From an optimization exercise on the open Yosys and OpenROAD flow, aimed at small area and a short achievable clock period; shortcuts taken in it are not production practice. RTL that was checked went through simulation tests only; none was proved equivalent to the original. No activity file was given, so power comes from the tool's default toggle rates.

Design decb_lane, start of the top module:
module decb_lane (
    input  wire        clk,
    input  wire        rst,
    input  wire        in_valid,
    input  wire [5:0]  in_frame,    
    input  wire [31:0] in_word,     
    input  wire [2:0]  bk,          
    input  wire [23:0] hi_level,
    input  wire [7:0]  hi_hys,
    input  wire [23:0] hh_level,
    input  wire [7:0]  hh_hys,
    input  wire [1:0]  clr_seen,    
    output reg         out_valid,
    output reg  [31:0] out_word,    
    output wire [1:0]  thr_state,   
    output wire [7:0]  hi_cnt,
    output wire [7:0]  hh_cnt,
    output wire [1:0]  seen         
);
Size in the first run: about 710 flip-flops, ~160 I/O pins.
export LEC_CHECK = 0
export CAP_MARGIN = 20
export CORE_MARGIN = 2
export CORE_UTILIZATION = 65
export SLEW_MARGIN = 20
create_clock -name core_clock -period 48.0 [get_ports {clk}]
standard.sh (not shown) runs the stock make flow with config.mk's settings and CLKGATE_MAP_FILE= SYNTH_SCRIPT=/design/flow/synth_recipe.tcl, a recipe that flattens the netlist after the stock synthesis.
==> flow/flow/run.sh <==
#!/bin/bash
set -euo pipefail
bash standard.sh "BUFFER_PORTS_ARGS=-buffer_cell sky130_fd_sc_hd__buf_1" "CTS_ARGS=-sink_clustering_enable -repair_clock_nets -dont_use_dummy_load -buf_list sky130_fd_sc_hd__clkbuf_8 -root_buf sky130_fd_sc_hd__clkbuf_16 -sink_clustering_size 16 -sink_clustering_max_diameter 60" "SETUP_SLACK_MARGIN=37.4" finish > standard_make.log 2>&1
The baseline ran to the end with no violations.
Next try:
==> flow/flow/run.sh (replaced) <==
#!/bin/bash
set -euo pipefail
bash standard.sh "BUFFER_PORTS_ARGS=-buffer_cell sky130_fd_sc_hd__buf_1" "CTS_ARGS=-sink_clustering_enable -repair_clock_nets -dont_use_dummy_load -buf_list sky130_fd_sc_hd__clkbuf_8 -root_buf sky130_fd_sc_hd__clkbuf_16 -sink_clustering_size 16 -sink_clustering_max_diameter 60" finish > standard_make.log 2>&1
Settings changed: CORE_UTILIZATION 65 to 75.
After rerunning: Cell area falls by 2.4%; synthesized area does not change; setup slack gets worse by 0.055 ns; routed wire length rises by 3.5%; clock power barely changes; sequential share of layout area rises by 1.0 points; cell count falls by 2.8%.
Next try:
Settings changed: CORE_UTILIZATION 75 to 65, GPL_ROUTABILITY_DRIVEN set to 0, GPL_TIMING_DRIVEN set to 0.
Outcome: Combinational power stays flat. Cell area came out higher slightly. Power stays flat. Clock power stays flat. Wire length came out higher slightly. Die area came out higher by about a fifth. Clock skew came out higher by 0.013 ns. Hold slack stays flat. Maximum frequency came out lower slightly. Register-to-register slack is worse by 0.25 ns.

* * *

Setup of before:
Starting RTL as in the previous note.
==> flow/config.mk <==
export PLATFORM = sky130hd
export DESIGN_NAME = decb_lane
export DESIGN_NICKNAME = decb_lane
export VERILOG_FILES = /design/flow/design.v
export SDC_FILE = /design/flow/constraint.sdc
export NUM_CORES = 4
export LEC_CHECK = 0
export CAP_MARGIN = 20
export CORE_MARGIN = 2
export CORE_UTILIZATION = 65
export SLEW_MARGIN = 20
==> flow/constraint.sdc <==
create_clock -name core_clock -period 48.0 [get_ports {clk}]
set_input_delay 9.6000 -clock core_clock [delete_from_list [all_inputs] [get_ports {clk}]]
set_output_delay 9.6000 -clock core_clock [all_outputs]
set_load 0.01 [all_outputs]
==> flow/flow/run.sh <==
#!/bin/bash
set -euo pipefail
bash standard.sh "BUFFER_PORTS_ARGS=-buffer_cell sky130_fd_sc_hd__buf_1" "CTS_ARGS=-sink_clustering_enable -repair_clock_nets -dont_use_dummy_load -buf_list {sky130_fd_sc_hd__clkbuf_8 sky130_fd_sc_hd__clkbuf_16} -root_buf sky130_fd_sc_hd__clkbuf_16 -sink_clustering_size 16 -sink_clustering_max_diameter 60" finish > standard_make.log 2>&1
before: done, clean on timing, DRC and antenna
[inputs] after vs before
==> flow/flow/run.sh <==
#!/bin/bash
set -euo pipefail
bash standard.sh "BUFFER_PORTS_ARGS=-buffer_cell sky130_fd_sc_hd__buf_1" "CTS_ARGS=-sink_clustering_enable -repair_clock_nets -dont_use_dummy_load -buf_list sky130_fd_sc_hd__clkbuf_8 -root_buf sky130_fd_sc_hd__clkbuf_16 -sink_clustering_size 16 -sink_clustering_max_diameter 60" finish > standard_make.log 2>&1
### Flow results
Diff before -> after: first-pass GRT wire length -1.7%; sequential portion of the cell area went up by 1.0 points; fill cell total of the finished layout moved up; global route total overflow neither gained nor lost much.
after ends up with higher delay contributed by the slowest stage of the critical path than before does.
Compared with before, after shows a slack of the critical path that is 17 ps higher.

* * *

The RTL this note starts from:
==> flow/design.v <==
module decb_halfband (
    input  wire [88:0] h,       
    input  wire [26:0] x,       
    input  wire        ev,      
    output wire [26:0] y,       
    output wire [88:0] nh       
);
    wire signed [29:0] r1 = h[88:59];
    wire signed [28:0] r2 = h[58:30];
    wire signed [23:0] e  = h[29:6];
    wire [1:0] ls = h[5:4];
    wire [1:0] lo = h[3:2];
    wire [1:0] lu = h[1:0];
    wire signed [23:0] xv = x[23:0];
    wire signed [30:0] n   = r1 - xv;
    wire signed [25:0] ru  = n[30:5] + {25'd0, n[4]};
    wire               tie = n[4] & ~|n[3:0];
    wire        [25:0] r   = {ru[25:1], ru[0] & ~tie};
    wire               ovp = ~r[25] & (r[24] | r[23]);
    wire               ovn = r[25] & ~(r[24] & r[23] & |r[22:0]);
    wire        [23:0] c   = ovp ? 24'h7FFFFF :
                             ovn ? 24'h800001 : r[23:0];
    assign y = {(|ls) | x[26], (|lo) | x[25], (|lu) | x[24], c};
    wire signed [27:0] x9 = {{4{xv[23]}}, xv} + {xv[23], xv, 3'd0};
    wire signed [29:0] sa = r2 + $signed(ev ? {{2{x9[27]}}, x9} : {{2{xv[23]}}, xv, 4'd0});
    wire signed [28:0] sb = x9 - e;
    function [1:0] lvl_next(input [1:0] l, input f, input even);
        lvl_next = f ? 2'd3 : (even ? ((l == 2'd0) ? 2'd0 : l - 2'd1) : l);
    endfunction
    wire [1:0] nls = lvl_next(ls, x[26], ev);
    wire [1:0] nlo = lvl_next(lo, x[25], ev);
    wire [1:0] nlu = lvl_next(lu, x[24], ev);
    assign nh = ev ? {sa, sb, xv, nls, nlo, nlu}
                   : {r1, sa[28:0], e, nls, nlo, nlu};
endmodule
module decb_thresh (
    input  wire        clk,
    input  wire        rst,
    input  wire        en,           
    input  wire        o,            
    input  wire        u,            
    input  wire [24:0] mag,          
    input  wire [23:0] level,
    input  wire [7:0]  hys,
    input  wire        clr_seen,
    output reg         state,
    output reg  [7:0]  cnt,
    output reg         seen
);
    wire signed [25:0] lim = $signed({2'd0, level}) - $signed({6'd0, hys, 12'd0});
    wire               below = $signed({1'b0, mag}) < lim;
    wire               above = o || (mag >= {1'b0, level});
    wire rise = (level != 24'd0) && !u && !state && above;
    wire fall = (level != 24'd0) && !u && state && !o && below;
    always @(posedge clk) begin
        if (rst) begin
            state <= 1'b0;
            cnt   <= 8'd0;
            seen  <= 1'b0;
        end else if (en) begin
            if (level == 24'd0)
                state <= 1'b0;
            else if (rise)
                state <= 1'b1;
            else if (fall)
                state <= 1'b0;
            if (rise)
                cnt <= cnt + 8'd1;
            if (rise)
                seen <= 1'b1;
            else if (clr_seen)
                seen <= 1'b0;
        end
    end
endmodule
module decb_lane (
    input  wire        clk,
    input  wire        rst,
    input  wire        in_valid,
    input  wire [5:0]  in_frame,    
    input  wire [31:0] in_word,     
    input  wire [2:0]  bk,          
    input  wire [23:0] hi_level,
    input  wire [7:0]  hi_hys,
    input  wire [23:0] hh_level,
    input  wire [7:0]  hh_hys,
    input  wire [1:0]  clr_seen,    
    output reg         out_valid,
    output reg  [31:0] out_word,    
    output wire [1:0]  thr_state,   
    output wire [7:0]  hi_cnt,
    output wire [7:0]  hh_cnt,
    output wire [1:0]  seen         
);
    localparam [31:0] OFF32 = 32'h0500_0000;
    localparam [88:0] CLEAN = {83'd0, 2'd3, 2'd0, 2'd3};
    reg  [88:0] ring0, ring1, ring2, ring3, ring4, ring5;
    reg  [2:0]  pc;           
    reg         clean_q;      
    reg         rst_q;        
    reg  [26:0] x_q;          
    reg  [4:0]  srct_q;       
    reg  [5:0]  frame_q;
    reg  [2:0]  bk_q;
    reg  [2:0]  sel;          
    reg         pending;      
    reg         busy;         
    reg         fin;          
    wire        proc = (pending && pc == 3'd0) || busy;
    wire [5:0] ones;
    assign ones[0] = frame_q[0];
    assign ones[1] = ones[0] & frame_q[1];
    assign ones[2] = ones[1] & frame_q[2];
    assign ones[3] = ones[2] & frame_q[3];
    assign ones[4] = ones[3] & frame_q[4];
    assign ones[5] = ones[4] & frame_q[5];
    wire [6:0] fire = {ones, 1'b1};
    wire take = fire[pc];
    wire ev   = ones[pc];
    wire [26:0] y;
    wire [88:0] nh;
    decb_halfband u_hb (
        .h  (ring0),
        .x  (x_q),
        .ev (ev),
        .y  (y),
        .nh (nh)
    );
    always @(posedge clk) begin
        ring0 <= ring1;
        ring1 <= ring2;
        ring2 <= ring3;
        ring3 <= ring4;
        ring4 <= ring5;
        if (clean_q)
            ring5 <= CLEAN;
        else if (proc && take)
            ring5 <= nh;
        else
            ring5 <= ring0;
    end
    always @(posedge clk) begin
        rst_q <= rst;
        if (rst) begin
            pc      <= 3'd0;
            clean_q <= 1'b1;
        end else begin
            pc      <= (pc == 3'd5) ? 3'd0 : pc + 3'd1;
            if (pc == 3'd5)
                clean_q <= 1'b0;
        end
    end
    wire [2:0] bk_eff = (bk_q == 3'd7) ? 3'd6 : bk_q;
    wire [2:0] nsel   = (bk_eff != sel && fire[bk_eff]) ? bk_eff : sel;
    wire       dlv    = fire[nsel];
    wire       we     = dlv && ((proc && pc == nsel) || (fin && nsel == 3'd6));
    always @(posedge clk) begin
        if (rst) begin
            pending   <= 1'b0;
            busy      <= 1'b0;
            fin       <= 1'b0;
            out_valid <= 1'b0;
        end else begin
            if (in_valid)
                pending <= 1'b1;
            else if (pc == 3'd0)
                pending <= 1'b0;
            if (pc == 3'd0)
                busy <= pending;
            else if (pc == 3'd5)
                busy <= 1'b0;
            fin       <= busy && pc == 3'd5;
            out_valid <= fin;
        end
    end
    always @(posedge clk) begin
        if (rst_q) begin
            sel      <= 3'd0;
            out_word <= OFF32;
        end else begin
            if (fin)
                sel <= nsel;
            if (we)
                out_word <= {srct_q, x_q};
        end
    end
    wire hold_in = pending || busy || fin;
    always @(posedge clk) begin
        if (proc)
            x_q <= y;
        else if (!pending)
            x_q <= in_word[26:0];
        if (!hold_in) begin
            srct_q  <= in_word[31:27];
            frame_q <= in_frame;
            bk_q    <= bk;
        end
    end
    reg        v1;
    reg [23:0] hi_level_q, hh_level_q;
    reg [7:0]  hi_hys_q, hh_hys_q;
    reg [1:0]  clr_q;
    wire [24:0] mag = x_q[23] ? (25'd0 - {x_q[23], x_q[23:0]}) : {1'b0, x_q[23:0]};
    always @(posedge clk) begin
        v1         <= in_valid;
        hi_level_q <= hi_level;
        hh_level_q <= hh_level;
        hi_hys_q   <= hi_hys;
        hh_hys_q   <= hh_hys;
        clr_q      <= clr_seen;
    end
    decb_thresh u_hi (
        .clk      (clk),
        .rst      (rst_q),
        .en       (v1),
        .o        (x_q[25]),
        .u        (x_q[24]),
        .mag      (mag),
        .level    (hi_level_q),
        .hys      (hi_hys_q),
        .clr_seen (clr_q[0]),
        .state    (thr_state[0]),
        .cnt      (hi_cnt),
        .seen     (seen[0])
    );
    decb_thresh u_hh (
        .clk      (clk),
        .rst      (rst_q),
        .en       (v1),
        .o        (x_q[25]),
        .u        (x_q[24]),
        .mag      (mag),
        .level    (hh_level_q),
        .hys      (hh_hys_q),
        .clr_seen (clr_q[1]),
        .state    (thr_state[1]),
        .cnt      (hh_cnt),
        .seen     (seen[1])
    );
endmodule
clock: 48.0 ns
lec_check: 0
cap_margin: 20
core_margin: 2
core_utilization: 40
cts_buf_list: sky130_fd_sc_hd__clkbuf_8
cts_cluster_size: 30
slew_margin: 20
==> flow/flow/run.sh <==
#!/bin/bash
# Layout: the standard flow (standard.sh: standard synthesis and ORFS
# steps, unchanged), with the port buffers that buffer_ports inserts made
# plain sky130_fd_sc_hd__buf_1 cells instead of its default delay buffers.
set -euo pipefail
bash standard.sh "BUFFER_PORTS_ARGS=-buffer_cell sky130_fd_sc_hd__buf_1" finish > standard_make.log 2>&1
The first run finished with timing, DRC and antenna clean.
Then changed:
==> flow/flow/run.sh (replaced) <==
#!/bin/bash
set -euo pipefail
bash standard.sh "BUFFER_PORTS_ARGS=-buffer_cell sky130_fd_sc_hd__buf_1" "CTS_ARGS=-sink_clustering_enable -repair_clock_nets -dont_use_dummy_load -buf_list sky130_fd_sc_hd__clkbuf_8" finish > standard_make.log 2>&1
--- a/flow/config.mk
+++ b/flow/config.mk
@@ -9,5 +9,3 @@
 export CORE_MARGIN = 2
 export CORE_UTILIZATION = 40
-export CTS_BUF_LIST = sky130_fd_sc_hd__clkbuf_8
-export CTS_CLUSTER_SIZE = 30
 export SLEW_MARGIN = 20
Result: Wire length drops by 0.87%; synthesized cell count stays the same; power drops by 8.0%; design area drops by 2.8%; worst setup slack improves by 0.026 ns; area after synthesis stays the same; via count drops by 0.96%; cell count drops by 2.1%; sequential cell count stays the same.
Then changed:
==> flow/flow/run.sh (replaced) <==
#!/bin/bash
set -euo pipefail
bash standard.sh "BUFFER_PORTS_ARGS=-buffer_cell sky130_fd_sc_hd__buf_1" "CTS_ARGS=-sink_clustering_enable -repair_clock_nets -dont_use_dummy_load -buf_list sky130_fd_sc_hd__clkbuf_4" finish > standard_make.log 2>&1
- The changed run finished clean
- non-clock buffer count does not change
- sequential power is about the same
- first-iteration DRC count drops by 1.8%
- utilization went down by 0.24 points
Then changed:
==> flow/flow/run.sh (replaced) <==
#!/bin/bash
set -euo pipefail
bash standard.sh "BUFFER_PORTS_ARGS=-buffer_cell sky130_fd_sc_hd__buf_1" "CTS_ARGS=-sink_clustering_enable -repair_clock_nets -dont_use_dummy_load -buf_list sky130_fd_sc_hd__clkbuf_8 -sink_clustering_size 20 -sink_clustering_max_diameter 60" finish > standard_make.log 2>&1
The changed run passed the timing, design-rule and antenna checks.
Wire length drops by 2.0%.
Maximum frequency went up by 2.5%.
Area after synthesis is unchanged.
Die area does not change.
Final cell count fell by 3.2%.
Clock skew falls by 0.060 ns.
Critical path depth is unchanged.
Global-route usage came out lower by 0.60 points.
Worst setup slack gains 0.27 ns.
Combinational power is about the same.
Power is lower by 6.6%.
Function was not checked in any run of this note: the RTL went through the layout flow alone.

## port drivers added, routing unchanged
No port has a modelled driver above. Below, the same layouts with a new extraction and two added sets of constraints.
Step 1 (the two cells are an assumption about what drives the block):
set clk [get_ports {clk}]
set_driving_cell -lib_cell sky130_fd_sc_hd__clkbuf_16 $clk
set_driving_cell -lib_cell sky130_fd_sc_hd__buf_2 [delete_from_list [all_inputs] $clk]
Step 2, shift: input delay + t, output delay - t, t = (earliest + latest rising clock arrival at the registers) / 2. This alone moves slack from input paths to output paths.
Slacks: no drivers / after step 1 / after step 2; pairs: no drivers / after step 1.
| run | shift t [ns] | setup slack, ns | cell pins on the clock port's net |
|---|---|---|---|
| the first run of note 1 | 0.611 | 37.375 / 37.314 / 37.613 | 1 |
| the second run of note 1 | 0.589 | 37.320 / 37.265 / 37.679 | 1 |
| the third run of note 1 | 0.606 | 37.240 / 37.184 / 37.531 | 1 |
| before | 0.636 | 37.290 / 37.232 / 37.636 | 1 |
| after | 0.612 | 37.308 / 37.247 / 37.647 | 1 |
| the first run of note 3 | 0.746 | 37.040 / 36.984 / 37.730 | 1 |
| the second run of note 3 | 0.703 | 37.066 / 37.010 / 37.713 | 1 |
| the third run of note 3 | 0.978 | 36.795 / 36.739 / 37.717 | 1 |
| the fourth run of note 3 | 0.702 | 37.065 / 37.007 / 37.709 | 1 |
After both steps setup and hold are still met in every run listed.
